This is an optimization exercise on Yosys and OpenROAD, whose aim is small area, a short achievable clock period and few clock cycles per item, not a production implementation. RTL that was checked went through simulation tests only; none was proved equivalent to the original.

==> flow/design.v (excerpt) <==
module kg9_decunit (
    input  wire         clk,
    input  wire         rst,
    input  wire         start,
    input  wire [2:0]   op,
    input  wire [127:0] a,
    input  wire [127:0] b,
    input  wire [13:0]  imm,
    output wire         ready,
    output reg          done,
    output wire [127:0] res,
    output wire [127:0] rem,
    output wire         z,
    output wire         n,
    output reg          dv,
    output reg          exc_data,
    output reg          exc_div
);
Size: about 9,300 cells after synthesis, ~530 flip-flops, ~540 I/O pins, about 66,000 um2 of cells after synthesis.
export LEC_CHECK = 0
export ABC_AREA = 0
export CAP_MARGIN = 20
export CORE_MARGIN = 2
export CORE_UTILIZATION = 30
export SLEW_MARGIN = 20
create_clock -name core_clock -period 50.0 [get_ports {clk}]
run.sh (not shown) runs the stock make flow with config.mk's settings and CLKGATE_MAP_FILE= SYNTH_SCRIPT=/design/flow/synth_recipe.tcl, a recipe that flattens the netlist after the stock synthesis.
Testbench counts at the start, summed over its fixed seeds: cycles 13,472, ops 2,400.
Edit:
--- a/flow/config.mk
+++ b/flow/config.mk
@@ -9 +9 @@
-export CAP_MARGIN = 20
+export CAP_MARGIN = 40
@@ -12 +12 @@
-export SLEW_MARGIN = 20
+export SLEW_MARGIN = 40
Sequential cell count does not change.
Synthesized area does not change.
Setup slack improves by 0.22 ns.

kg9_decunit, a different RTL version from the one above (not shown whole).
Size: about 8600 cells after synthesis, roughly 540 flip-flops, ~540 I/O pins, about 64000 um^2 of cells after synthesis.
clock: 50.0 ns
lec_check: 0
abc_area: 0
cap_margin: 40
core_margin: 2
core_utilization: 30
slew_margin: 40
Change:
==> flow/flow/run.sh (new file) <==
#!/bin/bash
# Layout: the standard flow (standard.sh) unchanged, except that the
# buffers ORFS puts on the input and output ports are buf_1 cells.
set -e
export BUFFER_PORTS_ARGS="-buffer_cell sky130_fd_sc_hd__buf_1"
bash standard.sh > standard.log 2>&1
==> flow/standard.sh (new file) <==
#!/bin/bash
# synth_recipe.tcl (not shown) runs the flow's synth.tcl, then flattens the netlist and writes it again
# the make line also repeats each setting of config.mk as NAME=value (left out here)
make -C /OpenROAD-flow-scripts/flow DESIGN_CONFIG=/design/flow/config.mk WORK_HOME=/design/flow/orfs CLKGATE_MAP_FILE= SYNTH_SCRIPT=/design/flow/synth_recipe.tcl "${@:-finish}"
- CORE_UTILIZATION: 30 -> 36
removed: flow/run.sh
Setup slack gets worse by 0.57 ns.
Synthesized cell count stays the same.
Cell count drops by 4.3%.
Cell area drops by 5.4%.
Count of clock-buffer cells in the layout came out lower by 10.
Routed wire length goes down by 5.7%.
Die area goes down by 17%.
Global-route usage goes up by 5.2 points.
No run of this note included a check of the RTL's function; only the layout flow was run.

Another version of the RTL of kg9_decunit (not shown whole).
For scale: roughly 8,800 cells after synthesis, ~540 I/O pins, about 0.064 sq mm of cells after synthesis.
==> flow/design.v (excerpt) <==
module kg9_decunit (
    input  wire         clk,
    input  wire         rst,
    input  wire         start,
    input  wire [2:0]   op,
    input  wire [127:0] a,
    input  wire [127:0] b,
    input  wire [13:0]  imm,
    output wire         ready,
    output reg          done,
    output wire [127:0] res,
    output wire [127:0] rem,
    output wire         z,
    output wire         n,
    output reg          dv,
    output reg          exc_data,
    output reg          exc_div
);
Settings: LEC_CHECK=0, ABC_AREA=0, CAP_MARGIN=40, CORE_MARGIN=2, CORE_UTILIZATION=36, CTS_BUF_LIST=sky130_fd_sc_hd__clkbuf_8, SLEW_MARGIN=40; clock period 50.0 ns.
standard.sh (not shown) runs the stock make flow with config.mk's settings and CLKGATE_MAP_FILE= SYNTH_SCRIPT=/design/flow/synth_recipe.tcl, a recipe that flattens the netlist after the stock synthesis.
==> flow/flow/run.sh <==
#!/bin/bash
# Layout: the standard flow (standard.sh) unchanged, except that the
# buffers ORFS puts on the input and output ports are buf_1 cells.
set -e
export BUFFER_PORTS_ARGS="-buffer_cell sky130_fd_sc_hd__buf_1"
bash standard.sh > standard.log 2>&1
Testbench counts at the start, summed over its fixed seeds: cycles 12,996, ops 2,400.
Change:
==> flow/run.sh (new file) <==
#!/bin/bash
# synth_recipe.tcl (not shown) runs the flow's synth.tcl, then flattens the netlist and writes it again
# the make line also repeats each setting of config.mk as NAME=value (left out here)
make -C /OpenROAD-flow-scripts/flow DESIGN_CONFIG=/design/flow/config.mk WORK_HOME=/design/flow/orfs CLKGATE_MAP_FILE= SYNTH_SCRIPT=/design/flow/synth_recipe.tcl finish
--- a/flow/config.mk
+++ b/flow/config.mk
@@ -11,2 +11 @@
-export CORE_UTILIZATION = 36
-export CTS_BUF_LIST = sky130_fd_sc_hd__clkbuf_8
+export CORE_UTILIZATION = 30
removed: flow/flow/run.sh
removed: flow/standard.sh
=>
- critical path depth fell by 38
- design area rose by 5.8%
- wire length rose by 2.1%
- utilization fell by 4.8 points
- setup slack gets better by 0.12 ns
- via count rose by 0.67%
Change:
--- a/flow/config.mk
+++ b/flow/config.mk
@@ -11 +11 @@
-export CORE_UTILIZATION = 30
+export CORE_UTILIZATION = 36
What happened:
- via count goes down by 1.5%
- wire length goes down by 1.5%
- core utilization rises by 6.6 points
- global-route usage rose by 6.6 points
- die area goes down by 17%

-- port drivers added, routing unchanged --
No port has a modelled driver above. Below, the same layouts with a new extraction and two added sets of constraints.
Step 1 assumes that a clkbuf_16 drives the clock port and a buf_2 every other input.
Step 2, shift: input delay + t, output delay - t, t = (earliest + latest rising clock arrival at the registers) / 2. This alone moves slack from input paths to output paths.
Three values: no drivers, after step 1, after step 2; two values: the first two.
| run | t (ns) | setup slack, ns | latest minus earliest clock arrival (ns) | worst data-port slew with drivers (ns) |
|---|---|---|---|---|
| the first run of note 1 | 0.853 | 36.274 / 36.274 / 36.274 | 0.050 / 0.049 | 0.17 |
| the second run of note 1 | 0.863 | 36.494 / 36.494 / 36.494 | 0.036 / 0.037 | 0.15 |
| the first run of note 2 | 0.837 | 37.009 / 36.907 / 37.109 | 0.049 / 0.050 | 0.26 |
| the second run of note 2 | 0.845 | 36.442 / 36.442 / 36.442 | 0.063 / 0.063 | 0.09 |
| the first run of note 3 | 1.022 | 37.094 / 37.094 / 37.094 | 0.053 / 0.053 | 0.21 |
| the second run of note 3 | 0.844 | 37.212 / 37.116 / 37.427 | 0.050 / 0.050 | 0.15 |
| the third run of note 3 | 0.816 | 37.427 / 37.329 / 37.612 | 0.038 / 0.038 | 0.33 |
After both steps setup and hold are still met in every run listed.
